This is an optimization exercise on Yosys and OpenROAD, whose aim is small area and few clock cycles, not a production implementation.
The RTL was checked by simulation tests, not by an equivalence proof against the original design.
Power and IR drop assume default switching activity.

--- config.mk ---
export PLATFORM = sky130hd
export DESIGN_NAME = eland_tx
export DESIGN_NICKNAME = eland_tx
export VERILOG_FILES = /design/flow/design.v
export SDC_FILE = /design/flow/constraint.sdc
export NUM_CORES = 4
export LEC_CHECK = 0
export CAP_MARGIN = 20
export CORE_MARGIN = 2
export CORE_UTILIZATION = 70
export PLACE_DENSITY = 0.85
export SLEW_MARGIN = 20
--- constraint.sdc ---
create_clock -name core_clock -period 12.0 [get_ports {clk}]
set_input_delay 2.4000 -clock core_clock [delete_from_list [all_inputs] [get_ports {clk}]]
set_output_delay 2.4000 -clock core_clock [all_outputs]
set_load 0.01 [all_outputs]
--- design.v ---
module eland_tx (
    input  wire        clk,
    input  wire        rst,           
    input  wire        start,
    input  wire [10:0] length,        
    input  wire [1:0]  spread,        
    input  wire [6:0]  npre,          
    output wire        start_ready,
    input  wire [7:0]  in_data,
    input  wire        in_valid,
    output wire        in_ready,
    output wire        chip,
    output wire        chip_valid,
    output wire        chip_last,
    input  wire        chip_ready
);
    localparam [31:0] PRE_PAT  = 32'hB856E2D3;
    localparam [63:0] SYNC_PAT = 64'h35CA4FB1D670B94E;
    localparam E_IDLE = 3'd0, E_PRE = 3'd1, E_SYNC = 3'd2, E_PHR = 3'd3, E_PAY = 3'd4;
    reg  [2:0]   est;                    
    wire         cwnext;                 
    wire         xfer;                   
    reg  [767:0] ring;                  
    wire [31:0]  r0 = ring[31:0];        
    wire [31:0]  r1 = ring[63:32];       
    reg  [4:0]   ph;                     
    reg  [3:0]   sv;                     
    wire [23:0]  dec;                    
    reg         ld;                      
    reg  [1:0]  lq;                      
    reg  [4:0]  ls;                      
    reg  [10:0] rlen;                    
    reg         ahead;                   
    reg  [31:0] crc;
    wire [6:0]  lo      = {lq, 4'd0} + {1'b0, lq, 3'd0} + {2'd0, ls};
    wire [7:0]  loff    = {1'b0, lo} + (ahead ? 8'd96 : 8'd0);
    wire [11:0] rem     = {1'b0, rlen} - {4'd0, loff};
    wire        host    = !rem[11] && (rem[10:0] > 11'd4);
    wire        nz      = !rem[11] && (rem[10:0] != 11'd0);
    wire [1:0]  fidx    = 2'd0 - rem[1:0];
    wire [31:0] fcs     = ~crc;
    wire [7:0]  fbyte   = fcs >> {fidx, 3'b000};
    wire [7:0]  ov      = host ? in_data : (nz ? fbyte : 8'd0);
    wire        slot_hit = ld && (ph == ls);
    assign      in_ready = slot_hit && host;
    wire        inj     = slot_hit && (!host || in_valid);
    function automatic [31:0] crc32_byte;
        input [31:0] c;
        input [7:0]  d;
        integer k;
        reg [31:0] x;
        begin
            x = c ^ {24'd0, d};
            for (k = 0; k < 8; k = k + 1)
                x = x[0] ? ((x >> 1) ^ 32'hEDB88320) : (x >> 1);
            crc32_byte = x;
        end
    endfunction
    reg         rdy;                     
    wire [4:0]  ccol;                    
    reg         comp;                    
    reg  [1:0]  cblk;                    
    reg         capf;                    
    reg  [23:0] info;                    
    reg  [11:0] acca, accb;              
    reg         accqa, accqb;            
    reg  [23:0] pbuf;                    
    assign      dec = comp ? (24'd1 << ph) : 24'd0;
    wire [11:0] sla, slb;
    wire        sqa, sqb;
    assign sla[0] =
        (dec[0] & r0[13]) |
        (dec[2] & r0[1]) |
        (dec[7] & r0[18]) |
        (dec[13] & r0[2]) |
        (dec[18] & r0[23]) |
        (dec[19] & r0[31]);
    assign slb[0] =
        (dec[3] & r0[18]) |
        (dec[4] & r0[13]) |
        (dec[6] & r0[1]) |
        (dec[9] & r0[2]) |
        (dec[22] & r0[23]) |
        (dec[23] & r0[31]);
    assign sla[1] =
        (dec[0] & r0[3]) |
        (dec[7] & r0[29]) |
        (dec[9] & r0[12]) |
        (dec[13] & r0[16]) |
        (dec[22] & r0[1]);
    assign slb[1] =
        (dec[3] & r0[29]) |
        (dec[4] & r0[3]) |
        (dec[9] & r0[16]) |
        (dec[13] & r0[12]) |
        (dec[18] & r0[1]);
    assign sla[2] =
        (dec[4] & r0[20]) |
        (dec[9] & r0[30]) |
        (dec[11] & r0[3]) |
        (dec[17] & r0[8]) |
        (dec[22] & r0[28]);
    assign slb[2] =
        (dec[0] & r0[20]) |
        (dec[13] & r0[30]) |
        (dec[15] & r0[3]) |
        (dec[18] & r0[28]) |
        (dec[21] & r0[8]);
    assign sla[3] =
        (dec[4] & r0[9]) |
        (dec[5] & r0[5]) |
        (dec[8] & r0[31]) |
        (dec[10] & r0[19]) |
        (dec[23] & r0[20]);
    assign slb[3] =
        (dec[0] & r0[9]) |
        (dec[1] & r0[5]) |
        (dec[12] & r0[31]) |
        (dec[14] & r0[19]) |
        (dec[19] & r0[20]);
    assign sla[4] =
        (dec[4] & r0[30]) |
        (dec[9] & r0[3]) |
        (dec[14] & r0[15]) |
        (dec[16] & r0[26]) |
        (dec[19] & r0[1]);
    assign slb[4] =
        (dec[0] & r0[30]) |
        (dec[10] & r0[15]) |
        (dec[13] & r0[3]) |
        (dec[20] & r0[26]) |
        (dec[23] & r0[1]);
    assign sla[5] =
        (dec[1] & r0[17]) |
        (dec[2] & r0[13]) |
        (dec[3] & r0[5]) |
        (dec[15] & r0[24]) |
        (dec[21] & r0[15]);
    assign slb[5] =
        (dec[5] & r0[17]) |
        (dec[6] & r0[13]) |
        (dec[7] & r0[5]) |
        (dec[11] & r0[24]) |
        (dec[17] & r0[15]);
    assign sla[6] =
        (dec[9] & r0[21]) |
        (dec[11] & r0[14]) |
        (dec[15] & r0[6]) |
        (dec[19] & r0[26]) |
        (dec[21] & r0[20]);
    assign slb[6] =
        (dec[11] & r0[6]) |
        (dec[13] & r0[21]) |
        (dec[15] & r0[14]) |
        (dec[17] & r0[20]) |
        (dec[23] & r0[26]);
    assign sla[7] =
        (dec[3] & r0[24]) |
        (dec[6] & r0[3]) |
        (dec[12] & r0[31]) |
        (dec[16] & r0[6]) |
        (dec[23] & r0[9]);
    assign slb[7] =
        (dec[2] & r0[3]) |
        (dec[7] & r0[24]) |
        (dec[8] & r0[31]) |
        (dec[19] & r0[9]) |
        (dec[20] & r0[6]);
    assign sla[8] =
        (dec[2] & r0[20]) |
        (dec[6] & r0[8]) |
        (dec[12] & r0[3]) |
        (dec[16] & r0[17]) |
        (dec[23] & r0[31]);
    assign slb[8] =
        (dec[2] & r0[8]) |
        (dec[6] & r0[20]) |
        (dec[8] & r0[3]) |
        (dec[19] & r0[31]) |
        (dec[20] & r0[17]);
    assign sla[9] =
        (dec[1] & r0[2]) |
        (dec[11] & r0[4]) |
        (dec[13] & r0[9]) |
        (dec[14] & r0[22]) |
        (dec[18] & r0[8]);
    assign slb[9] =
        (dec[5] & r0[2]) |
        (dec[9] & r0[9]) |
        (dec[10] & r0[22]) |
        (dec[15] & r0[4]) |
        (dec[22] & r0[8]);
    assign sla[10] =
        (dec[0] & r0[28]) |
        (dec[4] & r0[13]) |
        (dec[18] & r0[22]) |
        (dec[21] & r0[30]) |
        (dec[23] & r0[3]);
    assign slb[10] =
        (dec[0] & r0[13]) |
        (dec[4] & r0[28]) |
        (dec[17] & r0[30]) |
        (dec[19] & r0[3]) |
        (dec[22] & r0[22]);
    assign sla[11] =
        (dec[4] & r0[2]) |
        (dec[6] & r0[18]) |
        (dec[8] & r0[8]) |
        (dec[10] & r0[26]) |
        (dec[13] & r0[19]);
    assign slb[11] =
        (dec[0] & r0[2]) |
        (dec[2] & r0[18]) |
        (dec[9] & r0[19]) |
        (dec[12] & r0[8]) |
        (dec[14] & r0[26]);
    assign sqa =
        (dec[0] & (r0[4] ^ r0[14] ^ r0[29])) |
        (dec[1] & (r0[3] ^ r0[18])) |
        (dec[2] & (r0[2] ^ r0[14] ^ r0[21])) |
        (dec[3] & (r0[6] ^ r0[25])) |
        (dec[4] & (r0[3] ^ r0[10] ^ r0[14] ^ r0[21] ^ r0[31])) |
        (dec[5] & r0[6]) |
        (dec[6] & (r0[4] ^ r0[9] ^ r0[19])) |
        (dec[7] & (r0[19] ^ r0[30])) |
        (dec[8] & r0[9]) |
        (dec[9] & (r0[4] ^ r0[13] ^ r0[22] ^ r0[24] ^ r0[31])) |
        (dec[10] & (r0[20] ^ r0[27])) |
        (dec[11] & (r0[4] ^ r0[5] ^ r0[15])) |
        (dec[12] & r0[4]) |
        (dec[13] & (r0[3] ^ r0[10] ^ r0[17] ^ r0[20] ^ r0[24])) |
        (dec[14] & r0[23]) |
        (dec[15] & (r0[7] ^ r0[8] ^ r0[25])) |
        (dec[16] & (r0[7] ^ r0[18] ^ r0[24] ^ r0[27])) |
        (dec[17] & r0[9]) |
        (dec[18] & (r0[9] ^ r0[23])) |
        (dec[19] & (r0[2] ^ r0[16] ^ r0[27])) |
        (dec[20] & r0[24]) |
        (dec[21] & (r0[21] ^ r0[31])) |
        (dec[22] & (r0[2] ^ r0[8] ^ r0[29])) |
        (dec[23] & (r0[4] ^ r0[10] ^ r0[21]));
    assign sqb =
        (dec[0] & (r0[3] ^ r0[10] ^ r0[14] ^ r0[21] ^ r0[31])) |
        (dec[1] & r0[6]) |
        (dec[2] & (r0[4] ^ r0[9] ^ r0[19])) |
        (dec[3] & (r0[19] ^ r0[30])) |
        (dec[4] & (r0[4] ^ r0[14] ^ r0[29])) |
        (dec[5] & (r0[3] ^ r0[18])) |
        (dec[6] & (r0[2] ^ r0[14] ^ r0[21])) |
        (dec[7] & (r0[6] ^ r0[25])) |
        (dec[8] & r0[4]) |
        (dec[9] & (r0[3] ^ r0[10] ^ r0[17] ^ r0[20] ^ r0[24])) |
        (dec[10] & r0[23]) |
        (dec[11] & (r0[7] ^ r0[8] ^ r0[25])) |
        (dec[12] & r0[9]) |
        (dec[13] & (r0[4] ^ r0[13] ^ r0[22] ^ r0[24] ^ r0[31])) |
        (dec[14] & (r0[20] ^ r0[27])) |
        (dec[15] & (r0[4] ^ r0[5] ^ r0[15])) |
        (dec[16] & r0[24]) |
        (dec[17] & (r0[21] ^ r0[31])) |
        (dec[18] & (r0[2] ^ r0[8] ^ r0[29])) |
        (dec[19] & (r0[4] ^ r0[10] ^ r0[21])) |
        (dec[20] & (r0[7] ^ r0[18] ^ r0[24] ^ r0[27])) |
        (dec[21] & r0[9]) |
        (dec[22] & (r0[9] ^ r0[23])) |
        (dec[23] & (r0[2] ^ r0[16] ^ r0[27]));
    wire ldone  = inj && (lq == 2'd3) && (ls == 5'd23);
    wire cstart = (rdy || ldone) && !comp && (!capf || xfer) && (ph[2:0] == 3'd7);
    wire lstart = !ld && (est != E_IDLE) && (rlen > 11'd96) && !ahead && (ph == 5'd23) &&
                  (!rdy || (ccol == 5'd31 && (comp || cstart)));
    reg [31:0] w;
    integer q;
    always @* begin
        for (q = 0; q < 4; q = q + 1) begin
            if (inj && lq == q)
                w[8*q +: 8] = ov;
            else if (comp)
                w[8*q +: 8] = {(ph[2:0] == 3'd7) ? sv[q] : r1[8*q], r0[8*q+1 +: 7]};
            else
                w[8*q +: 8] = r0[8*q +: 8];
        end
    end
    always @(posedge clk) begin
        ring <= {w, ring[767:32]};
        if (ph[2:0] == 3'd0)
            sv <= {r0[24], r0[16], r0[8], r0[0]};
    end
    function automatic [11:0] parity;
        input [11:0] l;
        input        qn;
        integer k;
        reg p0;
        reg [11:0] p;
        begin
            p0   = ^l;
            p[0] = p0;
            p[1] = l[0] ^ qn;
            for (k = 1; k <= 10; k = k + 1)
                p[k+1] = l[k] ^ p[k] ^ ((k == 6) ? p0 : 1'b0);
            parity = p;
        end
    endfunction
    wire [11:0] pa = parity(acca, accqa);
    wire [11:0] pb = parity(accb, accqb);
    reg  [23:0] pnew;
    integer j;
    always @* begin
        for (j = 0; j < 12; j = j + 1) begin
            pnew[2*j]   = pa[j];
            pnew[2*j+1] = pb[j];
        end
    end
    reg [9:0]  cnt;
    reg [6:0]  rep;
    reg [8:0]  pn;
    wire [2:0] srep = cnt[2:0];          
    wire [4:0] erow = cnt[7:3];          
    wire       epar = cnt[8];            
    wire [4:0] ecol = rep[4:0];          
    wire       elast = (rlen <= 11'd96);   
    reg [1:0]  sp_r;
    assign start_ready = (est == E_IDLE);
    wire   accept      = start && start_ready;
    reg [12:0] cmask;
    always @* begin
        case (cnt[7:5])
        3'd0: cmask = 13'h0151;
        3'd1: cmask = 13'h03f2;
        3'd2: cmask = 13'h07b5;
        3'd3: cmask = 13'h0e6a;
        3'd4: cmask = 13'h1cd5;
        3'd5: cmask = 13'h18aa;
        3'd6: cmask = 13'h1054;
        default: cmask = 13'h00a8;
        endcase
    end
    wire [12:0] phr_in  = {sp_r, rlen};    
    wire        crc8bit = ^(phr_in & cmask);
    reg         phr_bit;
    always @* begin
        case (cnt[9:8])
        2'd0:    phr_bit = rlen[cnt[7:5]];
        2'd1:    phr_bit = (cnt[7:5] < 3'd5) ? phr_in[{1'b1, cnt[7:5]}] : 1'b0;
        default: phr_bit = crc8bit;
        endcase
    end
    wire [2:0]  smax    = (3'd1 << sp_r) - 3'd1;
    wire        lastrep = (srep == smax);
    wire [6:0]  rpos    = {erow, 2'b00} + {5'd0, ecol[4:3]};
    wire        row_ok  = {4'd0, rpos} < rlen;
    wire        nrow_ok = {4'd0, rpos} + 11'd4 < rlen;
    wire        pay_ok  = epar || (capf && row_ok);
    reg chip_r;
    always @* begin
        case (est)
        E_PRE:   chip_r = PRE_PAT[cnt[4:0]];
        E_SYNC:  chip_r = SYNC_PAT[cnt[5:0]];
        E_PHR:   chip_r = phr_bit ^ pn[0];
        E_PAY:   chip_r = (epar ? pbuf[erow] : info[erow]) ^ pn[0];
        default: chip_r = 1'b0;
        endcase
    end
    assign chip       = chip_r;
    assign chip_valid = (est == E_PRE) || (est == E_SYNC) || (est == E_PHR) ||
                        ((est == E_PAY) && pay_ok);
    assign chip_last  = (est == E_PAY) && epar && (erow == 5'd23) && (ecol == 5'd31) &&
                        elast && lastrep;
    wire   fire       = chip_valid && chip_ready;
    assign xfer       = (est == E_PAY) && !epar && capf &&
                        (!row_ok || (fire && lastrep && (erow == 5'd23 || !nrow_ok)));
    assign ccol       = (est == E_PAY) ? ecol + {4'd0, epar | xfer} : 5'd0;
    assign cwnext     = (est == E_PAY) && fire && lastrep && epar && (erow == 5'd23) &&
                        (ecol == 5'd31) && !elast;
    integer m;
    always @(posedge clk) begin
        if (rst) begin
            ld   <= 1'b0;
            rdy  <= 1'b0;
            comp <= 1'b0;
            capf <= 1'b0;
            ph   <= 5'd0;
        end else begin
            ph <= (ph == 5'd23) ? 5'd0 : ph + 5'd1;
            if (accept) begin
                rlen   <= length;
                ahead  <= 1'b0;
                crc    <= 32'hFFFFFFFF;
                ld     <= 1'b1;
                lq     <= 2'd0;
                ls     <= 5'd0;
                ph     <= 5'd0;
            end
            if (lstart) begin
                ld     <= 1'b1;
                ahead  <= 1'b1;
                lq     <= 2'd0;
                ls     <= 5'd0;
            end
            if (cwnext) begin
                rlen   <= rlen - 11'd96;
                ahead  <= 1'b0;
            end
            if (inj) begin
                if (host)
                    crc <= crc32_byte(crc, in_data);
                if (ls == 5'd23) begin
                    ls <= 5'd0;
                    lq <= lq + 2'd1;
                    if (lq == 2'd3) begin
                        ld   <= 1'b0;
                        rdy  <= 1'b1;
                    end
                end else begin
                    ls <= ls + 5'd1;
                end
            end
            if (cstart) begin
                comp <= 1'b1;
                cblk <= 2'd0;
            end
            if (comp && ph[2:0] == 3'd7) begin
                cblk <= cblk + 2'd1;
                if (cblk == 2'd2) begin
                    comp <= 1'b0;
                    capf <= 1'b1;
                    if (ccol == 5'd31)
                        rdy <= 1'b0;
                end
            end
            if (xfer)
                capf <= 1'b0;
        end
    end
    wire cfirst = (cblk == 2'd0) && (ph[2:0] == 3'd0);
    always @(posedge clk) begin
        acca  <= ((comp && cfirst) ? 12'd0 : acca) ^ sla;
        accb  <= ((comp && cfirst) ? 12'd0 : accb) ^ slb;
        accqa <= ((comp && cfirst) ? 1'b0 : accqa) ^ sqa;
        accqb <= ((comp && cfirst) ? 1'b0 : accqb) ^ sqb;
        if (comp) begin
            if (ph[1:0] == 2'd0)
                for (m = 0; m < 6; m = m + 1)
                    if (ph[4:2] == m)
                        for (q = 0; q < 4; q = q + 1)
                            info[6*q + m] <= r0[8*q];
        end
        if (xfer)
            pbuf <= pnew;
    end
    always @(posedge clk) begin
        if (rst) begin
            est <= E_IDLE;
        end else begin
            case (est)
            E_IDLE: begin
                if (accept) begin
                    sp_r  <= spread;
                    rep   <= npre;
                    cnt   <= 10'd0;
                    est   <= E_PRE;
                end
            end
            E_PRE: if (fire) begin
                cnt <= cnt + 10'd1;
                if (cnt[4:0] == 5'd31) begin
                    rep <= rep - 7'd1;
                    if (rep == 7'd1) begin
                        est <= E_SYNC;
                        cnt <= 10'd0;
                    end
                end
            end
            E_SYNC: if (fire) begin
                cnt <= cnt + 10'd1;
                if (cnt[5:0] == 6'd63) begin
                    est <= E_PHR;
                    cnt <= 10'd0;
                    pn  <= 9'h1FF;
                end
            end
            E_PHR: if (fire) begin
                cnt <= cnt + 10'd1;
                pn  <= {pn[0] ^ pn[5], pn[8:1]};
                if (cnt == 10'd767) begin
                    est   <= E_PAY;
                    pn    <= 9'h1FF;
                    cnt   <= 10'd0;
                    rep   <= 7'd0;
                end
            end
            E_PAY: begin
                if (xfer)
                    cnt[8:3] <= 6'b100000;
                if (fire) begin
                    pn <= {pn[0] ^ pn[5], pn[8:1]};
                    if (lastrep) begin
                        cnt[2:0] <= 3'd0;
                        if (!xfer) begin
                            if (epar && erow == 5'd23) begin
                                cnt[8:3] <= 6'd0;
                                rep[4:0] <= ecol + 5'd1;
                                if (ecol == 5'd31 && elast)
                                    est <= E_IDLE;
                            end else begin
                                cnt[7:3] <= erow + 5'd1;
                            end
                        end
                    end else begin
                        cnt[2:0] <= srep + 3'd1;
                    end
                end
            end
            default: est <= E_IDLE;
            endcase
        end
    end
endmodule
--- flow/run.sh ---
#!/bin/bash
# Standard layout; clock tree synthesis without dummy loads and with larger
# sink clusters; ports buffered with the smallest buffer.
set -euo pipefail
export CTS_ARGS="-sink_clustering_enable -repair_clock_nets -dont_use_dummy_load -buf_list sky130_fd_sc_hd__clkbuf_8 -sink_clustering_size 16 -sink_clustering_max_diameter 100"
export BUFFER_PORTS_ARGS="-inputs -outputs -buffer_cell sky130_fd_sc_hd__buf_1"
bash standard.sh > standard.log 2>&1
--- standard.sh ---
#!/bin/bash
# synth_recipe.tcl (not shown) runs the flow's synth.tcl, then flattens the netlist and writes it again
# the make line also repeats each setting of config.mk as NAME=value (left out here)
make -C /OpenROAD-flow-scripts/flow DESIGN_CONFIG=/design/flow/config.mk WORK_HOME=/design/flow/orfs CLKGATE_MAP_FILE= SYNTH_SCRIPT=/design/flow/synth_recipe.tcl "${@:-finish}"
==> out/summary.txt, run 1 <==
DR WL/cell: 21.56 um
worst vdd rail ir drop: 0.1514 mV
clk root buf: clkbuf_8
Cell variety after synth: 86
post-DP HPWL: 40220 um
FF-to-FF path depth: 19
Multi-input gate area: 0.008208 mm^2
WP depth: 15
ys async rst share: 0%
post-CTS resize count: 0
Final Hold Vio Count: 0
WL met1: 24760 um
crit path DAT: 4.61 ns
Synth Net Count: 2289
reg2reg setup slack: 6.56 ns
CP Class: register to primary output
first-pass GRT wire length: 93070 um
total grt overflow: 0
drt via density: 5.884
synth top area cells: dfxtp_1, edfxtp_1, xnor2_1, mux2i_1, ha_1
Worst Hold Launch: ring[661]
Die H: 207.3 um
port buffer count: 37
Layout Skew: 0.05357 ns
register area: 0.02013 mm^2
CTS sink cnt: 939
Layout area overhead: 5.253%
Worst setup EP type: primary output
Final period util: 58.44%
P per Cell Area: 186.9 mW/mm^2
initial antenna violation count: 0
1st-iter DRT viols: 1558
#FFs+latches synth: 939
number of buffers created by CTS: 68
Routed Antenna Nets: 0
Final Worst Setup Slack: 4.987 ns
cts hold-fix bufs: 0
Nets: 2319
Worst Hold Path Cells: 0
f_max: 142.6 MHz
post-synthesis sequential area ratio: 69.55%
Final Core Density: 74.60%
Mapped Area: 0.02894 mm^2
DRT Pass-1 Iters: 9
Yosys top cell area share: 55.75%
fill count: 2411
setup_tns: 0 ns
gp weighted congestion: 0.8914
Starting Density: 70.88%
Yosys warnings: 1
row count: 74
Top delay family on crit path: compound AO/OA/AOI/OAI gates
Post-synth EDFFs: 133
overall routing resource usage: 27.94%
ys flop type: dfxtp_1
Max-Cap Viols: 0
layout cell share with drive strength beyond 1: 6.427%
Slew @ Worst Pin: 1.130 ns
H-tree lvl count: 3
core footprint: 0.04083 mm^2
met3 WL post-DR: 4111 um
RSZ-0062 raised after global routing: no
Reg-to-Reg Start: cnt[5]
status: complete, no violations
cell-by-cell trace of the critical path: inv_1 -> ha_1 -> xnor2_1 -> xnor2_1 -> inv_1 -> ha_1 -> or2_2 -> fa_1 -> nand2_1 -> a21o_1 -> a211oi_1 -> o22ai_1 -> o31a_1 -> and2_1 -> buf_1
top layer reached by signal wires: met4
Yosys top cell by area: dfxtp_1
Routed WL: 59450 um
CP max-delay cell: o31a_1
Final setup viols: 0
Setup Buffers After CTS: 0
vias: 16230
Hold Slack: 0.2911 ns
drt drc: 0
leak pwr: 11.66 nW
largest net degree at the start of global routing: 65
die width: 207.3 um
Syn Area/Cell: 13.17 um^2
worst flop-to-flop path endpoint: ls[3]
vias in the first global route: 16560
I/O Pins: 38
Slew headroom: 24.36%
CTS tree: built
Slew Limit Fails: 0
Worst-Skew Late Latency: 0.66 ns
Place WS: 5.738 ns
clock-pin slew on the worst setup and hold paths: 0.12 ns
WP buf/inv: 3
met2 WL: 28570 um
Hold Crit Endpoint: ring[629]
Startpoint Class: register
maximum root-to-sink buffer count: 3
hold crit path type: register to register
synthesized instance count: 2197
post-route minimum period: 7.013 ns
DIE AREA: 0.04299 mm^2
worst-path maximum fanout: 12
critical path's largest stage delay: 0.56 ns
Worst Path Required: 9.60 ns
[logic make-up (layout without fill, tap and decap cells)]
| family | Yosys count | after routing | share of synthesized area (%) |
|---|---|---|---|
| AO/OA/AOI/OAI | 308 | 308 | 7.501 |
| XOR/XNOR | 212 | 212 | 6.489 |
| adder cells (fa/ha/maj) | 60 | 60 | 2.715 |
| buffers and inverters | 157 | 185 | 2.136 |
| flip-flops | 939 | 939 | 69.55 |
| multiplexers | 102 | 102 | 4.626 |
| other | 0 | 1 | 0 |
| AND/OR/NAND/NOR | 419 | 419 | 6.978 |
[flip-flops by register name (all words and copies together), names as in the netlist, 2 cells and up]
| signal | cells |
|---|---|
| acca | 12 |
| accb | 12 |
| cblk | 2 |
| cnt | 10 |
| crc | 32 |
| est | 3 |
| info | 24 |
| lq | 2 |
| ls | 5 |
| pbuf | 24 |
| ph | 5 |
| pn | 9 |
| rep | 7 |
| ring | 768 |
| rlen | 11 |
| sp_r | 2 |
| sv | 4 |
[where the power goes]
group | switching [mW] | internal, mW
clock network | 0.885 | 0.512
logic | 0.550 | 0.385
registers | 0.0934 | 3.27
[layer usage]
metal  up-vias  GRT usage (%)
met3       158          4.796
met5         -              0
met2       676          46.15
li1       7554              -
met4         0          11.18
met1      7840          37.07
[how the worst max path moves through the flow]
stage | startpoint | to | slack (ns)
after floorplan | rlen[2] | in_ready | 6.18
after global placement | rlen[2] | in_ready | 5.91
after detailed placement | rlen[2] | in_ready | 5.74
after CTS | rlen[2] | in_ready | 5.02
after global routing | rlen[2] | in_ready | 4.65
final | rlen[2] | in_ready | 4.99
[synthesized netlist by cell type, types with 35 or more instances]
| master | number |
|---|---|
| a21oi_1 | 83 |
| a22oi_1 | 40 |
| clkbuf_1 | 67 |
| dfxtp_1 | 806 |
| edfxtp_1 | 133 |
| ha_1 | 54 |
| inv_1 | 62 |
| mux2i_1 | 73 |
| nand2_1 | 118 |
| nand3_1 | 35 |
| nor2_1 | 133 |
| o21ai_0 | 49 |
| xnor2_1 | 148 |
| xor2_1 | 62 |
[cell type report]
| cell class | instances | area share [%] |
|---|---|---|
| Inverter | 62 | 0.7640 |
| Clock buffer | 68 | 3.072 |
| Sequential cell | 939 | 66.09 |
| Timing Repair Buffer | 55 | 0.9365 |
| Tap cell | 532 | 2.185 |
| Antenna cell | 1 | 0.008215 |
| Multi-Input combinational cell | 1101 | 26.95 |
[cell usage in the layout, fill, tap and decap left out, types with 5 or more instances in the layout]
cell type,count
buf_1,37
nand2_1,118
o21a_1,7
clkbuf_8,68
nand2b_1,21
nor3b_1,5
a21oi_1,83
nand4_1,10
nand3_1,34
nor4_1,10
xnor2_1,148
a221oi_1,12
nor2b_1,13
fa_1,5
a211oi_1,10
and3_1,13
inv_1,62
o22ai_1,6
buf_4,16
o21ai_0,49
nor3_1,25
edfxtp_1,133
mux2i_1,73
a222oi_1,17
dfxtp_1,805
mux4_2,25
a21o_1,6
a2bb2oi_1,9
nor2_1,132
a22oi_1,40
ha_1,54
xor2_1,62
a31oi_1,7
[metrics by stage]
stage | instances | instance area [um^2] | power, mW
after floorplan | 2197 | 28940 | 4.105
after global placement | 2686 | 29480 | 4.307
after detailed placement | 2687 | 29490 | 4.350
after CTS | 2755 | 30430 | 5.708
after global routing | 2757 | 30460 | 5.925
final | 2758 | 30460 | 5.693
Testbench counts, summed over its fixed seeds: cycles 1,790,809.
==> inputs of run 2 (changes only) <==
--- a/design.v
+++ b/design.v
@@ -44,18 +44,58 @@
     wire        slot_hit = ld && (ph == ls);
     assign      in_ready = slot_hit && host;
     wire        inj     = slot_hit && (!host || in_valid);
-    function automatic [31:0] crc32_byte;
-        input [31:0] c;
-        input [7:0]  d;
-        integer k;
-        reg [31:0] x;
-        begin
-            x = c ^ {24'd0, d};
-            for (k = 0; k < 8; k = k + 1)
-                x = x[0] ? ((x >> 1) ^ 32'hEDB88320) : (x >> 1);
-            crc32_byte = x;
-        end
-    endfunction
+    wire [31:0] crc_next;
+    wire [24:0] ct;
+    assign ct[7:0] = crc[7:0] ^ in_data;
+    assign ct[8] = ct[0] ^ ct[1];
+    assign ct[9] = ct[2] ^ ct[3];
+    assign ct[10] = ct[4] ^ ct[5];
+    assign ct[11] = ct[6] ^ ct[7];
+    assign ct[12] = ct[0] ^ ct[6];
+    assign ct[13] = ct[1] ^ ct[7];
+    assign ct[14] = ct[2] ^ ct[10];
+    assign ct[15] = ct[3] ^ ct[4];
+    assign ct[16] = ct[5] ^ ct[8];
+    assign ct[17] = ct[0] ^ ct[4];
+    assign ct[18] = ct[1] ^ ct[2];
+    assign ct[19] = ct[1] ^ ct[11];
+    assign ct[20] = ct[3] ^ ct[10];
+    assign ct[21] = ct[4] ^ ct[8];
+    assign ct[22] = ct[5] ^ ct[9];
+    assign ct[23] = ct[7] ^ ct[14];
+    assign ct[24] = ct[11] ^ ct[15];
+    assign crc_next[0] = ct[2] ^ crc[8];
+    assign crc_next[1] = ct[0] ^ ct[3] ^ crc[9];
+    assign crc_next[2] = ct[21] ^ crc[10];
+    assign crc_next[3] = ct[5] ^ ct[18] ^ crc[11];
+    assign crc_next[4] = ct[9] ^ ct[12] ^ crc[12];
+    assign crc_next[5] = ct[13] ^ ct[15] ^ crc[13];
+    assign crc_next[6] = ct[10] ^ crc[14];
+    assign crc_next[7] = ct[5] ^ ct[12] ^ crc[15];
+    assign crc_next[8] = ct[19] ^ crc[16];
+    assign crc_next[9] = ct[7] ^ crc[17];
+    assign crc_next[10] = ct[2] ^ crc[18];
+    assign crc_next[11] = ct[3] ^ crc[19];
+    assign crc_next[12] = ct[17] ^ crc[20];
+    assign crc_next[13] = ct[16] ^ crc[21];
+    assign crc_next[14] = ct[6] ^ ct[18] ^ crc[22];
+    assign crc_next[15] = ct[7] ^ ct[9] ^ crc[23];
+    assign crc_next[16] = ct[9] ^ ct[17] ^ crc[24];
+    assign crc_next[17] = ct[8] ^ ct[20] ^ crc[25];
+    assign crc_next[18] = ct[6] ^ ct[8] ^ ct[14] ^ crc[26];
+    assign crc_next[19] = ct[19] ^ ct[22] ^ crc[27];
+    assign crc_next[20] = ct[24] ^ crc[28];
+    assign crc_next[21] = ct[23] ^ crc[29];
+    assign crc_next[22] = ct[6] ^ ct[22] ^ crc[30];
+    assign crc_next[23] = ct[24] ^ crc[31];
+    assign crc_next[24] = ct[0] ^ ct[23];
+    assign crc_next[25] = ct[6] ^ ct[9] ^ ct[16];
+    assign crc_next[26] = ct[9] ^ ct[11] ^ ct[21];
+    assign crc_next[27] = ct[13] ^ ct[20];
+    assign crc_next[28] = ct[10] ^ ct[12];
+    assign crc_next[29] = ct[11] ^ ct[16];
+    assign crc_next[30] = ct[8] ^ ct[11];
+    assign crc_next[31] = ct[13];
     reg         rdy;                     
     wire [4:0]  ccol;                    
     reg         comp;                    
@@ -348,7 +388,6 @@
     wire        lastrep = (srep == smax);
     wire [6:0]  rpos    = {erow, 2'b00} + {5'd0, ecol[4:3]};
     wire        row_ok  = {4'd0, rpos} < rlen;
-    wire        nrow_ok = {4'd0, rpos} + 11'd4 < rlen;
     wire        pay_ok  = epar || (capf && row_ok);
     reg chip_r;
     always @* begin
@@ -367,7 +406,7 @@
                         elast && lastrep;
     wire   fire       = chip_valid && chip_ready;
     assign xfer       = (est == E_PAY) && !epar && capf &&
-                        (!row_ok || (fire && lastrep && (erow == 5'd23 || !nrow_ok)));
+                        (!row_ok || (fire && lastrep && erow == 5'd23));
     assign ccol       = (est == E_PAY) ? ecol + {4'd0, epar | xfer} : 5'd0;
     assign cwnext     = (est == E_PAY) && fire && lastrep && epar && (erow == 5'd23) &&
                         (ecol == 5'd31) && !elast;
@@ -402,7 +441,7 @@
             end
             if (inj) begin
                 if (host)
-                    crc <= crc32_byte(crc, in_data);
+                    crc <= crc_next;
                 if (ls == 5'd23) begin
                     ls <= 5'd0;
                     lq <= lq + 2'd1;
==> flow/run.sh (replaced) <==
#!/bin/bash
# Standard layout; clock tree synthesis without dummy loads and with larger
# sink clusters; ports buffered with the smallest buffer.
set -euo pipefail
export CTS_ARGS="-sink_clustering_enable -repair_clock_nets -dont_use_dummy_load -buf_list sky130_fd_sc_hd__clkbuf_8 -sink_clustering_size 15 -sink_clustering_max_diameter 100"
export BUFFER_PORTS_ARGS="-inputs -outputs -buffer_cell sky130_fd_sc_hd__buf_1"
bash standard.sh > standard.log 2>&1
==> config.mk (replaced) <==
export PLATFORM = sky130hd
export DESIGN_NAME = eland_tx
export DESIGN_NICKNAME = eland_tx
export VERILOG_FILES = /design/flow/design.v
export SDC_FILE = /design/flow/constraint.sdc
export NUM_CORES = 4
export LEC_CHECK = 0
export ABC_AREA = 1
export CAP_MARGIN = 0
export CORE_MARGIN = 2
export CORE_UTILIZATION = 60
export PLACE_DENSITY = 0.7
export SLEW_MARGIN = 0
==> out/summary.txt, run 2 <==
status: complete, no violations
Final Hold Vio Count: 0 (unchanged)
clock-pin slew on the worst setup and hold paths: 0.09 ns (-0.03 ns)
gp weighted congestion: 0.9568 (+7.3%)
Mapped Area: 0.02859 mm^2 (-1.2%)
DP Area: 0.02934 mm^2 (-0.52%)
Routed WL: 59950 um (+0.84%)
total grt overflow: 0 (unchanged)
Worst Path Required: 9.60 ns (about the same)
synth top area cells: dfxtp_1, edfxtp_1, nand2_1, xor2_1, inv_1
Slew Limit Fails: 0 (unchanged)
Worst Hold Path Cells: 0 (unchanged)
initial antenna violation count: 1 (+1)
CTS sink cnt: 939 (unchanged)
Top delay family on crit path: simple AND/OR/NAND/NOR gates
Cell variety after synth: 61 (-29%)
post-DP HPWL: 42130 um (+4.7%)
clk root buf: clkbuf_8
largest net degree at the start of global routing: 67 (+3.1%)
Startpoint Class: register
DR WL/cell: 19.37 um (-10%)
CP max-delay cell: nand2_1
Syn Area/Cell: 11.80 um^2 (-10%)
biggest regs: ring (768), crc (32)
f_max: 142.9 MHz (+0.23%)
Yosys top cell by area: dfxtp_1
port buffer count: 37 (unchanged)
layout cell share with drive strength beyond 1: 5.386% (-1.0 points)
Finished Cell Area: 0.03033 mm^2 (-0.43%)
fill count: 3491 (+45%)
I/O Pins: 38 (unchanged)
DIE AREA: 0.04942 mm^2 (+15%)
Worst-Skew Late Latency: 0.70 ns (+0.04 ns)
Worst Hold Launch: ring[260]
crit path DAT: 4.60 ns (about the same)
Final setup viols: 0 (unchanged)
post-route minimum period: 6.997 ns (-0.01581 ns)
critical path's largest stage delay: 0.64 ns (+0.08 ns)
Hold Crit Endpoint: ring[228]
Starting Density: 61.15% (-9.7 points)
Net Sw Power: 1.714 mW (+12%)
worst-path maximum fanout: 25 (+13)
commonest non-fill, non-tap cell in the layout: dfxtp_1
Multi-input gate area: 0.007323 mm^2 (-11%)
register area: 0.02013 mm^2 (unchanged)
WP buf/inv: 6 (+3)
CTS tree: built
Largest Register: ring
ys async rst share: 0% (unchanged)
Final period util: 58.31% (-0.13 points)
setup_tns: 0 ns (unchanged)
Layout Skew: 0.08926 ns (+0.03569 ns)
Nets: 2576 (+11%)
drt drc: 0 (unchanged)
Layout area overhead: 6.079%
maximum root-to-sink buffer count: 3 (unchanged)
Routed Antenna Nets: 0 (unchanged)
vias in the first global route: 16810 (+1.5%)
Int Pwr: 4.218 mW (+1.3%)
max FFs per register: 768 (unchanged)
antenna cells: 0 (-1)
synthesized instance count: 2424 (+10%)
row count: 79 (+6.8%)
most common cell in the netlist: dfxtp_1
core footprint: 0.04675 mm^2 (+15%)
RSZ-0062 raised after global routing: no
Post-synth EDFFs: 133 (unchanged)
cts hold-fix bufs: 0 (unchanged)
Reg-to-Reg Start: cnt[8]
Yosys top cell area share: 56.44% (+0.68 points)
H-tree lvl count: 3 (unchanged)
ys flop type: dfxtp_1
hold crit path type: register to register
combinational fraction of design power: 18.8% (+2.4 points)
commonest non-fill, non-tap cells in the layout: dfxtp_1, nand2_1, inv_1
first-pass GRT wire length: 94760 um (+1.8%)
die width: 222.3 um (+7.2%)
cell-by-cell trace of the critical path: inv_1 -> ha_1 -> xor2_1 -> xor2_1 -> inv_1 -> ha_1 -> or2_2 -> nand2_1 -> ha_1 -> inv_1 -> nor2_1 -> nand3_1 -> nand2_1 -> nand3_1 -> nand2_2 -> inv_1 -> nand2_2 -> inv_1 -> buf_1
synth cell count leaders: dfxtp_1, nand2_1, inv_1
CP Class: register to primary output
P per Cell Area: 195.6 mW/mm^2 (+4.6%)
number of buffers created by CTS: 72 (+5.9%)
Slew @ Worst Pin: 1.144 ns (+0.01339 ns)
vias: 16610 (+2.3%)
Synth Net Count: 2510 (+9.7%)
FF-to-FF path depth: 20 (+1)
Die H: 222.3 um (+7.2%)
overall routing resource usage: 24.86% (-3.1 points)
post-synthesis sequential area ratio: 70.40% (+0.85 points)
drt via density: 5.366 (-8.8%)
reg2reg setup slack: 6.83 ns (+0.27 ns)
#FFs+latches synth: 939 (unchanged)
worst flop-to-flop path endpoint: ls[1]
Worst setup EP type: primary output
clock group share of total power: 23.8% (-0.7 points)
Setup Buffers After CTS: 0 (unchanged)
DRT Pass-1 Iters: 7 (-2)
Yosys warnings: 1 (unchanged)
Critical Path Source: rlen[2]
leak pwr: 12.13 nW (+4.0%)
Crit path top cell by count: inv_1
post-CTS resize count: 0 (unchanged)
Flop pwr share: 57.5% (-1.5 points)
Slew headroom: 23.47% (-0.90 points)
Max-Cap Viols: 0 (unchanged)
1st-iter DRT viols: 1300 (-17%)
switching share of power: 28.90% (+2.1 points)
worst vdd rail ir drop: 0.1450 mV (-4.3%)
[run 2: changes by cell type after synthesis, moves of 34 or more]
| cell | change |
|---|---|
| xnor2_1 | -75 |
| mux2i_1 | -72 |
| a22oi_1 | -34 |
| inv_1 | +166 |
| o21ai_0 | +77 |
| xor2_1 | +46 |
| o211ai_1 | +46 |
| o22ai_1 | +35 |
| nand2_1 | +172 |
[run 2: final cells by class]
class	count	area share (%)
Clock buffer	72	3.267
Inverter	242	3.003
Multi-Input combinational cell	1188	24.15
Sequential cell	939	66.37
Tap cell	607	2.504
Timing Repair Buffer	47	0.7054
[run 2: power groups by stage]
| stage | combinational (mW) | clock (mW) | sequential (mW) |
|---|---|---|---|
| after floorplan | 0.851 | 0 | 3.42 |
| after global placement | 1.09 | 0 | 3.48 |
| after detailed placement | 1.10 | 0 | 3.48 |
| after CTS | 1.11 | 1.46 | 3.41 |
| after global routing | 1.26 | 1.57 | 3.42 |
| final | 1.11 | 1.41 | 3.41 |
[run 2: per-stage QoR]
stage               hold slack (ns)  worst slack, ns  power (mW)  instances  util, %
floorplan                    0.3096            6.479       4.268       2424        -
global placement             0.3098            5.677       4.563       3023    62.75
detailed placement           0.3121            5.634       4.584       3023    62.75
CTS                          0.2473            4.925       5.975       3095    64.87
global route                 0.2601            4.573       6.247       3095    64.87
finish                       0.2645            5.003       5.932       3095    64.87
[run 2: cells by family (layout without fill, tap and decap cells)]
logic type	after synthesis	after routing	share of synthesized area (%)
xor gates and xnor gates	203	203	6.796
and+or+nand+nor	550	550	7.943
AOI/OAI and AO/OA	381	381	8.341
adders and majority gates	53	53	2.477
DFF	939	939	70.40
buffers and inverters	297	361	4.004
muxes	1	1	0.03501
[run 2: worst register-to-register path: cells and delay by family, from the launching register on]
family / cells / cell delay (ns)
and+or+nand+nor: 11 / 1.85
buffers and inverters: 3 / 0.67
AOI/OAI and AO/OA: 3 / 0.66
xor gates and xnor gates: 1 / 0.16
DFF: 1 / 1.07
adders and majority gates: 2 / 0.37
[run 2: per-layer routing]
metal / part of all wire [%] / wire length [um] / track usage, % / up-vias
met3: 5.5 / 3304 / 3.504 / 117
met5: 0 / 0 / 0 / -
li1: - / - / - / 8025
met4: 3.2 / 1896 / 10.27 / 0
met2: 46 / 27360 / 39.99 / 536
met1: 46 / 27390 / 34.10 / 7931
[run 2: worst max path at each step]
stage	end	cells after the start	slack, ns
3_3_place_gp	in_ready	19	5.68
2_1_floorplan	in_ready	19	6.48
5_1_grt	in_ready	19	4.57
4_1_cts	in_ready	19	4.93
6_report	in_ready	19	5.00
3_5_place_dp	in_ready	19	5.63
Testbench counts of run 2, summed over its fixed seeds: cycles 1,792,826.
==> inputs of run 3 (changes only) <==
--- a/config.mk
+++ b/config.mk
@@ -5,7 +5,6 @@
 export SDC_FILE = /design/flow/constraint.sdc
 export NUM_CORES = 4
 export LEC_CHECK = 0
-export ABC_AREA = 1
 export CAP_MARGIN = 0
 export CORE_MARGIN = 2
 export CORE_UTILIZATION = 60
==> out/summary.txt, run 3 <==
status: complete, no violations
clock group share of total power: 24.3% (+0.5 points)
Routed WL: 53240 um (-11%)
commonest non-fill, non-tap cell in the layout: dfxtp_1
fill count: 3581 (+2.6%)
post-route minimum period: 7.151 ns (+0.1539 ns)
vias: 15160 (-8.7%)
Mapped Area: 0.02868 mm^2 (+0.32%)
total grt overflow: 0 (unchanged)
Net Sw Power: 1.527 mW (-11%)
cts hold-fix bufs: 0 (unchanged)
clock-pin slew on the worst setup and hold paths: 0.09 ns (about the same)
Synth Net Count: 2193 (-13%)
Yosys top cell by area: dfxtp_1
drt via density: 5.496 (+2.4%)
hold crit path type: register to register
maximum root-to-sink buffer count: 3 (unchanged)
combinational fraction of design power: 17.4% (-1.4 points)
CTS sink cnt: 939 (unchanged)
CTS tree: built
DRT Pass-1 Iters: 7 (unchanged)
Final setup viols: 0 (unchanged)
initial antenna violation count: 0 (-1)
Starting Density: 60.46% (-0.70 points)
RSZ-0062 raised after global routing: no
Routed Antenna Nets: 0 (unchanged)
worst vdd rail ir drop: 0.1416 mV (-2.3%)
Hold Slack: 0.3140 ns (+0.04951 ns)
overall routing resource usage: 21.86% (-3.0 points)
Worst setup EP type: primary output
synthesized instance count: 2107 (-13%)
Reg-to-Reg Start: lq[1]
Nets: 2231 (-13%)
commonest non-fill, non-tap cells in the layout: dfxtp_1, xnor2_1, edfxtp_1
Setup Buffers After CTS: 0 (unchanged)
Slew @ Worst Pin: 1.253 ns (+0.1097 ns)
H-tree lvl count: 3 (unchanged)
Max-Cap Viols: 0 (unchanged)
Slew headroom: 15.93% (-7.5 points)
first-pass GRT wire length: 84110 um (-11%)
synth cell count leaders: dfxtp_1, xnor2_1, edfxtp_1
Critical Path Source: lq[1]
Int Pwr: 4.264 mW (+1.1%)
f_max: 139.8 MHz (-2.2%)
worst-path maximum fanout: 10 (-60%)
number of buffers created by CTS: 72 (unchanged)
Syn Area/Cell: 13.61 um^2 (+15%)
vias in the first global route: 15060 (-10%)
antenna cells: 0 (unchanged)
Largest Register: ring
gp weighted congestion: 0.9293 (-2.9%)
Flop pwr share: 58.3% (+0.8 points)
Layout area overhead: 5.531%
1st-iter DRT viols: 1332 (+2.5%)
die width: 222.6 um (+0.16%)
switching share of power: 26.37% (-2.5 points)
post-DP HPWL: 35400 um (-16%)
clk root buf: clkbuf_8
Cell variety after synth: 88 (+44%)
I/O Pins: 38 (unchanged)
#FFs+latches synth: 939 (unchanged)
P per Cell Area: 191.3 mW/mm^2 (-2.2%)
Layout Skew: 0.06285 ns (-0.02641 ns)
biggest regs: ring (768), crc (32)
DIE AREA: 0.04957 mm^2 (+0.32%)
layout cell share with drive strength beyond 1: 7.280% (+1.9 points)
synth top area cells: dfxtp_1, edfxtp_1, xnor2_1, mux2i_1, ha_1
leak pwr: 11.39 nW (-6.1%)
ys flop type: dfxtp_1
setup_tns: 0 ns (unchanged)
port buffer count: 37 (unchanged)
post-synthesis sequential area ratio: 70.18% (-0.23 points)
most common cell in the netlist: dfxtp_1
Die H: 222.6 um (+0.16%)
Worst-Skew Late Latency: 0.67 ns (-0.03 ns)
crit path DAT: 4.75 ns (+0.15 ns)
Slew Limit Fails: 0 (unchanged)
Post-synth EDFFs: 133 (unchanged)
core footprint: 0.04745 mm^2 (+1.5%)
largest net degree at the start of global routing: 35 (-48%)
post-CTS resize count: 0 (unchanged)
max FFs per register: 768 (unchanged)
CP Class: register to primary output
Final period util: 59.60% (+1.3 points)
Worst Hold Launch: ring[255]
ys async rst share: 0% (unchanged)
drt drc: 0 (unchanged)
row count: 80 (+1.3%)
DR WL/cell: 19.30 um (-0.35%)
Worst Path Required: 9.60 ns (about the same)
Startpoint Class: register
Yosys warnings: 1 (unchanged)
Final Hold Vio Count: 0 (unchanged)
Yosys top cell area share: 56.25% (-0.18 points)
power after layout: 5.792 mW (-2.4%)
-- run 3: cell types whose count changed after synthesis, sizes merged, moves of 29 or more --
cell / before / now
a22oi: 6 / 38
inv: 235 / 53
mux2i: 1 / 102
nand2: 295 / 113
nor2: 155 / 112
o211ai: 49 / 9
o21ai: 129 / 37
o22ai: 41 / 12
xnor2: 85 / 155
xor2: 118 / 57
-- run 3: layer usage --
layer  vias to the layer above  GRT usage, %  routed length (um)
met5                         -             0                   0
met1                      7374         30.93               24770
li1                       7253             -                   -
met4                         0         7.686                1611
met3                       106         4.099                2752
met2                       425         33.98               24100
-- run 3: worst paths after layout --
check / endpoint / cells after the start / slack [ns]
setup / recovery: in_ready / 12 / 4.85
hold / removal: ring[223] / 0 / 0.31
setup reg to reg: ring[737] / 12 / 6.92
hold reg to reg: ring[223] / 0 / 0.31
-- run 3: area by class of cell --
type,count,area (um^2),area share [%]
Multi-Input combinational cell,1027,7933,26.21
Timing Repair Buffer,51,244.0,0.8060
Inverter,54,202.7,0.6696
Tap cell,615,769.5,2.542
Sequential cell,939,20130,66.50
Clock buffer,72,991.0,3.274
-- run 3: worst max-delay path: stages, from the launching register on --
cell and delay, ns:
edfxtp_1 0.47, ha_1 0.36, fa_1 0.45, fa_1 0.49, inv_1 0.04, ha_1 0.35
a2111oi_0 0.48, a21oi_1 0.16, xnor2_1 0.18, or4b_4 0.54, a21boi_2 0.26, and2_1 0.20
buf_1 0.12
-- run 3: power by group through the flow --
stage                     registers, mW  clock network [mW]  logic, mW
after floorplan                    3.39                   0      0.821
after global placement             3.45                   0      0.977
after detailed placement           3.45                   0       1.00
after CTS                          3.38                1.47       1.01
after global routing               3.39                1.57       1.11
final                              3.38                1.41       1.01
-- run 3: logic make-up (layout without fill, tap and decap cells) --
family                   after synthesis  count (layout)  synth area share, %
flip-flops                           939             939                70.18
AND/OR/NAND/NOR                      385             385                6.517
AO/OA/AOI/OAI                        240             240                6.155
XOR/XNOR                             213             213                6.552
buffers and inverters                141             177                2.190
multiplexers                         136             136                5.941
adder cells (fa/ha/maj)               53              53                2.469
-- run 3: per-stage QoR --
stage | cells | utilization [%] | instance area [um^2] | setup WS (ns)
3_5_place_dp | 2686 | 61.71 | 29280 | 5.531
4_1_cts | 2758 | 63.80 | 30270 | 4.766
3_3_place_gp | 2686 | 61.71 | 29280 | 5.676
6_report | 2758 | 63.80 | 30270 | 4.849
2_1_floorplan | 2107 | - | 28680 | 5.944
5_1_grt | 2758 | 63.80 | 30270 | 4.462
==> inputs of run 4 (changes only) <==
==> flow/run.sh (replaced) <==
#!/bin/bash
# Standard layout; clock tree synthesis without dummy loads and with larger
# sink clusters; ports buffered with the smallest buffer.
set -euo pipefail
export CTS_ARGS="-sink_clustering_enable -repair_clock_nets -dont_use_dummy_load -buf_list sky130_fd_sc_hd__clkbuf_8 -sink_clustering_size 19 -sink_clustering_max_diameter 70"
export BUFFER_PORTS_ARGS="-inputs -outputs -buffer_cell sky130_fd_sc_hd__buf_1"
bash standard.sh > standard.log 2>&1
--- a/config.mk
+++ b/config.mk
@@ -5,6 +5,7 @@
 export SDC_FILE = /design/flow/constraint.sdc
 export NUM_CORES = 4
 export LEC_CHECK = 0
+export ABC_AREA = 1
 export CAP_MARGIN = 0
 export CORE_MARGIN = 2
 export CORE_UTILIZATION = 60
==> out/summary.txt, run 4 <==
antenna cells: 0 (unchanged)
Layout Skew: 0.1336 ns (+0.07080 ns)
CP max-delay cell: nand2_1
vias: 16480 (+8.7%)
Syn Area/Cell: 11.80 um^2 (-13%)
GR peak layer: met2
commonest non-fill, non-tap cells in the layout: dfxtp_1, nand2_1, inv_1
Setup Buffers After CTS: 0 (unchanged)
CP Class: register to primary output
Max-Cap Viols: 0 (unchanged)
clock-pin slew on the worst setup and hold paths: 0.10 ns (about the same)
Hold Slack: 0.2662 ns (-0.04779 ns)
dpl cells: 3023 (+13%)
DP Area: 0.02934 mm^2 (+0.20%)
crit path DAT: 4.65 ns (-0.10 ns)
worst vdd rail ir drop: 0.1619 mV (+14%)
largest net degree at the start of global routing: 67 (+91%)
hold crit path type: register to register
critical path's largest stage delay: 0.66 ns (+0.12 ns)
leak pwr: 12.03 nW (+5.6%)
power after layout: 5.805 mW (+0.23%)
Worst Path Required: 9.60 ns (about the same)
DIE AREA: 0.04942 mm^2 (-0.31%)
synth cell count leaders: dfxtp_1, nand2_1, inv_1
row count: 79 (-1.3%)
P per Cell Area: 192.6 mW/mm^2 (+0.67%)
Starting Density: 61.15% (+0.70 points)
ys flop type: dfxtp_1
drt drc: 0 (unchanged)
synthesized instance count: 2424 (+15%)
Yosys top cell by area: dfxtp_1
cell-by-cell trace of the critical path: inv_1 -> ha_1 -> xor2_1 -> xor2_1 -> inv_1 -> ha_1 -> or2_2 -> nand2_1 -> ha_1 -> inv_1 -> nor2_1 -> nand3_1 -> nand2_1 -> nand3_1 -> nand2_2 -> inv_1 -> nand2_2 -> inv_1 -> buf_1
f_max: 141.9 MHz (+1.5%)
Final Hold Vio Count: 0 (unchanged)
Finished Cell Area: 0.03014 mm^2 (-0.44%)
GRT met2 Usage: 39.57% (+5.6 points)
FF-to-FF path depth: 20 (+8)
Worst-Skew Late Latency: 0.70 ns (+0.03 ns)
Final setup viols: 0 (unchanged)
gp weighted congestion: 0.9568 (+3.0%)
worst-path maximum fanout: 25 (+15)
total grt overflow: 0 (unchanged)
post-synthesis sequential area ratio: 70.40% (+0.23 points)
ys async rst share: 0% (unchanged)
max FFs per register: 768 (unchanged)
drt via density: 5.349 (-2.7%)
die width: 222.3 um (-0.16%)
cts hold-fix bufs: 0 (unchanged)
CTS tree: built
Nets: 2562 (+15%)
clock group share of total power: 22.0% (-2.3 points)
Final period util: 58.73% (-0.87 points)
Slew headroom: 23.12% (+7.2 points)
biggest regs: ring (768), crc (32)
Layout area overhead: 5.405%
synth top area cells: dfxtp_1, edfxtp_1, nand2_1, xor2_1, inv_1
maximum root-to-sink buffer count: 3 (unchanged)
Die H: 222.3 um (-0.16%)
WP buf/inv: 6 (+4)
Slew @ Worst Pin: 1.149 ns (-0.1045 ns)
Routed Antenna Nets: 0 (unchanged)
first-pass GRT wire length: 94010 um (+12%)
Yosys top cell area share: 56.44% (+0.18 points)
RSZ-0062 raised after global routing: no
DRT Pass-1 Iters: 5 (-2)
overall routing resource usage: 24.49% (+2.6 points)
Crit path top cell by count: inv_1
post-DP HPWL: 42130 um (+19%)
Net Sw Power: 1.692 mW (+11%)
CTS sink cnt: 939 (unchanged)
1st-iter DRT viols: 1235 (-7.3%)
Worst Hold Path Cells: 0 (unchanged)
I/O Pins: 38 (unchanged)
post-CTS resize count: 0 (unchanged)
layout cell share with drive strength beyond 1: 4.850% (-2.4 points)
WP depth: 19 (+7)
Largest Register: ring
Top delay family on crit path: simple AND/OR/NAND/NOR gates
Post-synth EDFFs: 133 (unchanged)
status: complete, no violations
Finished Layout Cells: 3081 (+12%)
Routed WL: 59570 um (+12%)
#FFs+latches synth: 939 (unchanged)
clk root buf: clkbuf_8
DR WL/cell: 19.34 um (+0.17%)
core footprint: 0.04675 mm^2 (-1.5%)
combinational fraction of design power: 19.2% (+1.8 points)
Cell variety after synth: 61 (-31%)
switching share of power: 29.15% (+2.8 points)
Startpoint Class: register
Worst setup EP type: primary output
vias in the first global route: 16670 (+11%)
Mapped Area: 0.02859 mm^2 (-0.32%)
GRT met3 Usage: 3.451% (-0.65 points)
Yosys warnings: 1 (unchanged)
Int Pwr: 4.113 mW (-3.5%)
port buffer count: 37 (unchanged)
Synth Net Count: 2510 (+14%)
number of buffers created by CTS: 58 (-19%)
Slew Limit Fails: 0 (unchanged)
Flop pwr share: 58.7% (+0.4 points)
commonest non-fill, non-tap cell in the layout: dfxtp_1
most common cell in the netlist: dfxtp_1
post-route minimum period: 7.047 ns (-0.1039 ns)
initial antenna violation count: 0 (unchanged)
Global Route met1 Usage: 33.83% (+2.9 points)
setup_tns: 0 ns (unchanged)
H-tree lvl count: 2 (-1)
run 4: cell types whose count changed after synthesis, moves of 40 or more:
cell and delta:
nand2_1 +178, inv_1 +175, mux2i_1 -101, o21ai_0 +90
xnor2_1 -82, xor2_1 +51, o211ai_1 +40
run 4: area by class of cell:
cell class | count | area (um^2)
fill | 3502 | 16620
multi-input combinational | 1188 | 7323
sequential | 939 | 20130
inverter | 242 | 910.9
tap | 607 | 759.5
clock buffer | 58 | 798.3
timing repair buffer | 47 | 214.0
run 4: power groups by stage:
stage	clock (mW)	combinational [mW]	sequential, mW
after floorplan	0	0.851	3.42
after global placement	0	1.09	3.48
after detailed placement	0	1.10	3.48
after CTS	1.31	1.11	3.41
after global routing	1.42	1.26	3.43
final	1.28	1.12	3.41
run 4: final timing paths:
kind,start,to,slack [ns]
worst max-delay path,rlen[2],in_ready,4.95
worst min-delay path,ring[256],ring[224],0.27
worst max register to register,cnt[8],ls[1],6.90
worst min register to register,ring[256],ring[224],0.27
run 4: kinds of logic after synthesis:
logic type	synth area share, %
compound gates	8.341
flops	70.40
mux	0.03501
fa+ha+maj	2.477
buf+inv	4.004
simple gates	7.943
xor+xnor	6.796
run 4: metrics by stage:
stage | utilization (%) | worst slack [ns]
final | 64.46 | 4.953
after global placement | 62.75 | 5.677
after CTS | 64.46 | 4.913
after global routing | 64.46 | 4.562
after floorplan | - | 6.479
after detailed placement | 62.75 | 5.634
run 4: routing by layer:
layer,wire [um],up-vias
met5,0,-
met4,1994,0
met3,2930,115
met2,27070,497
met1,27580,7873
li1,-,7995
==> inputs of run 5 (changes only) <==
--- a/config.mk
+++ b/config.mk
@@ -5,7 +5,6 @@
 export SDC_FILE = /design/flow/constraint.sdc
 export NUM_CORES = 4
 export LEC_CHECK = 0
-export ABC_AREA = 1
 export CAP_MARGIN = 0
 export CORE_MARGIN = 2
 export CORE_UTILIZATION = 60
==> out/summary.txt, run 5 <==
RSZ-0062 raised after global routing: no
Adder-Cell Fraction of Synth Area: 2.469% (-0.0080 points)
most common cell in the netlist: dfxtp_1
overall routing resource usage: 21.63% (-2.9 points)
CP max-delay cell: or4b_4
1st-iter DRT viols: 1246 (+0.89%)
clock-pin slew on the worst setup and hold paths: 0.10 ns (about the same)
CTS sink cnt: 939 (unchanged)
DP Area: 0.02928 mm^2 (-0.20%)
DIE AREA: 0.04957 mm^2 (+0.32%)
Synth Net Count: 2193 (-13%)
I/O Pins: 38 (unchanged)
hold crit path type: register to register
Largest Register: ring
row count: 80 (+1.3%)
Final Core Density: 63.45% (-1.0 points)
status: complete, no violations
commonest non-fill, non-tap cell in the layout: dfxtp_1
number of buffers created by CTS: 60 (+3.4%)
max FFs per register: 768 (unchanged)
Routed Antenna Nets: 0 (unchanged)
Final Hold Vio Count: 0 (unchanged)
Final setup viols: 0 (unchanged)
vias in the first global route: 14980 (-10%)
main combinational cell family by area after synthesis: XOR/XNOR gates
post-route minimum period: 7.120 ns (+0.07225 ns)
DRT Pass-1 Iters: 9 (+4)
proportion of synthesized area in mux cells: 5.941% (+5.9 points)
worst vdd rail ir drop: 0.1627 mV (+0.46%)
post-CTS resize count: 0 (unchanged)
Startpoint Class: register
leak pwr: 11.31 nW (-6.0%)
Cell variety after synth: 88 (+44%)
Final period util: 59.33% (+0.60 points)
Post-Synth Simple-Gate Area: 6.517% (-1.4 points)
Yosys top cell area share: 56.25% (-0.18 points)
post-synthesis sequential area ratio: 70.18% (-0.23 points)
Critical Path Source: lq[1]
core footprint: 0.04745 mm^2 (+1.5%)
H-tree lvl count: 2 (unchanged)
cts hold-fix bufs: 0 (unchanged)
Max-Cap Viols: 0 (unchanged)
Syn Area/Cell: 13.61 um^2 (+15%)
Starting Density: 60.46% (-0.70 points)
largest net degree at the start of global routing: 35 (-48%)
critical path's largest stage delay: 0.54 ns (-0.12 ns)
drt via density: 5.482 (+2.5%)
f_max: 140.5 MHz (-1.0%)
Routed WL: 53010 um (-11%)
synth cell count leaders: dfxtp_1, xnor2_1, edfxtp_1
post-DP HPWL: 35400 um (-16%)
clock group share of total power: 22.8% (+0.8 points)
Flop pwr share: 59.5% (+0.8 points)
ys flop type: dfxtp_1
Compound-Gate Fraction of Synth Area: 6.155% (-2.2 points)
port buffer count: 37 (unchanged)
worst-path maximum fanout: 10 (-60%)
initial antenna violation count: 0 (unchanged)
Post-Synth XOR/XNOR Area: 6.552% (-0.24 points)
#FFs+latches synth: 939 (unchanged)
DR WL/cell: 19.30 um (-0.16%)
crit path DAT: 4.72 ns (+0.07 ns)
setup_tns: 0 ns (unchanged)
Reg-to-Reg Start: lq[1]
total grt overflow: 0 (unchanged)
Mapped Area: 0.02868 mm^2 (+0.32%)
Worst Path Required: 9.60 ns (about the same)
Slew @ Worst Pin: 1.256 ns (+0.1073 ns)
biggest regs: ring (768), crc (32)
antenna cells: 0 (unchanged)
ys async rst share: 0% (unchanged)
Layout area overhead: 4.955%
die width: 222.6 um (+0.16%)
Yosys top cell by area: dfxtp_1
vias: 15050 (-8.7%)
switching share of power: 26.49% (-2.7 points)
combinational fraction of design power: 17.7% (-1.5 points)
Int Pwr: 4.174 mW (+1.5%)
maximum root-to-sink buffer count: 3 (unchanged)
Post-synth EDFFs: 133 (unchanged)
gp weighted congestion: 0.9293 (-2.9%)
Finished Cell Area: 0.03011 mm^2 (-0.10%)
Yosys warnings: 1 (unchanged)
drt drc: 0 (unchanged)
synth top area cells: dfxtp_1, edfxtp_1, xnor2_1, mux2i_1, ha_1
Layout Skew: 0.1026 ns (-0.03103 ns)
Slew headroom: 15.74% (-7.4 points)
clk root buf: clkbuf_8
Worst Hold Launch: ring[585]
CP Class: register to primary output
CTS tree: built
Slew Limit Fails: 0 (unchanged)
cell-by-cell trace of the critical path: ha_1 -> fa_1 -> fa_1 -> inv_1 -> ha_1 -> a2111oi_0 -> a21oi_1 -> xnor2_1 -> or4b_4 -> a21boi_2 -> and2_1 -> buf_1
first-pass GRT wire length: 83870 um (-11%)
synthesized instance count: 2107 (-13%)
Worst-Skew Late Latency: 0.69 ns (about the same)
Die H: 222.6 um (+0.16%)
P per Cell Area: 188.6 mW/mm^2 (-2.1%)
Worst setup EP type: primary output
Net Sw Power: 1.504 mW (-11%)
commonest non-fill, non-tap cells in the layout: dfxtp_1, xnor2_1, edfxtp_1
layout cell share with drive strength beyond 1: 6.757% (+1.9 points)
Setup Buffers After CTS: 0 (unchanged)
Nets: 2219 (-13%)
-- run 5: power groups by stage --
stage	clock [mW]	combinational, mW	sequential (mW)
2_1_floorplan	0	0.821	3.39
3_3_place_gp	0	0.977	3.45
3_5_place_dp	0	1.00	3.45
4_1_cts	1.35	1.01	3.38
5_1_grt	1.45	1.11	3.39
6_report	1.29	1.01	3.38
-- run 5: cells by family (layout without fill, tap and decap cells) --
| group | count (synthesis) | after routing |
|---|---|---|
| XOR/XNOR | 213 | 213 |
| adder cells (fa/ha/maj) | 53 | 53 |
| flip-flops | 939 | 939 |
| multiplexers | 136 | 136 |
| AND/OR/NAND/NOR | 385 | 385 |
| AO/OA/AOI/OAI | 240 | 240 |
| buffers and inverters | 141 | 165 |
-- run 5: metal layers --
layer / share of wire, % / GRT usage, % / wire (um) / vias to the layer above
li1: - / - / - / 7236
met1: 47 / 30.89 / 24870 / 7309
met2: 45 / 34.07 / 23930 / 419
met3: 5.3 / 3.187 / 2788 / 90
met4: 2.7 / 7.339 / 1419 / 0
met5: 0 / 0 / 0 / -
-- run 5: final timing paths --
check	slack (ns)	to	cells past startpoint
min reg2reg	0.28	ring[553]	0
max reg2reg	6.96	ring[743]	12
min	0.28	ring[553]	0
max	4.88	in_ready	12
-- run 5: final cells by class --
class                           count  area (um^2)
Sequential cell                   939        20130
Inverter                           54        202.7
Fill cell                        3616        17340
Multi-Input combinational cell   1027         7933
Tap cell                          615        769.5
Clock buffer                       60        825.8
Timing Repair Buffer               51        244.0
-- run 5: critical path, delay by kind of cell (launching register included) --
| kind | cells | cell delay, ns |
|---|---|---|
| buffers and inverters | 2 | 0.16 |
| adder cells (fa/ha/maj) | 4 | 1.65 |
| AND/OR/NAND/NOR | 2 | 0.74 |
| XOR/XNOR | 1 | 0.18 |
| flip-flops | 1 | 0.47 |
| AO/OA/AOI/OAI | 3 | 0.89 |
-- run 5: metrics by stage --
stage | hold WS [ns] | power [mW] | std cells | worst slack, ns
floorplan | 0.3096 | 4.211 | 2107 | 5.944
global placement | 0.3095 | 4.423 | 2686 | 5.676
detailed placement | 0.3121 | 4.452 | 2686 | 5.531
finish | 0.2812 | 5.678 | 2746 | 4.880
global route | 0.2814 | 5.951 | 2746 | 4.517
CTS | 0.2735 | 5.732 | 2746 | 4.804

==> what the ideal ports hide <==
Ports are ideal in the flow. The routed layouts listed here were re-timed in OpenROAD.
Step 1, drivers: a clkbuf_16 drives clk and a buf_2 each remaining input, both assumed.
Step 2 also shifts input and output timing later by t, the mid clock arrival at the registers, as if the neighbouring blocks saw the same clock.
Three values: ideal ports, drivers, drivers and shift; two values: the first two.
run	t (ns)	setup slack, ns	worst hold slack (ns)	worst setup path after step 2	worst slew at a driven data input, ns
run 1	0.683	4.987 / 4.932 / 5.615	0.291 / 0.291 / 0.291	register to output	0.05
run 2	0.703	5.003 / 4.949 / 5.652	0.264 / 0.264 / 0.264	register to output	0.04
run 3	0.697	4.849 / 4.790 / 5.487	0.314 / 0.314 / 0.314	register to output	0.04
run 4	0.694	4.953 / 4.896 / 5.590	0.266 / 0.266 / 0.266	register to output	0.04
run 5	0.702	4.880 / 4.822 / 5.524	0.281 / 0.281 / 0.281	register to output	0.04
After both steps setup and hold are still met in every run listed.
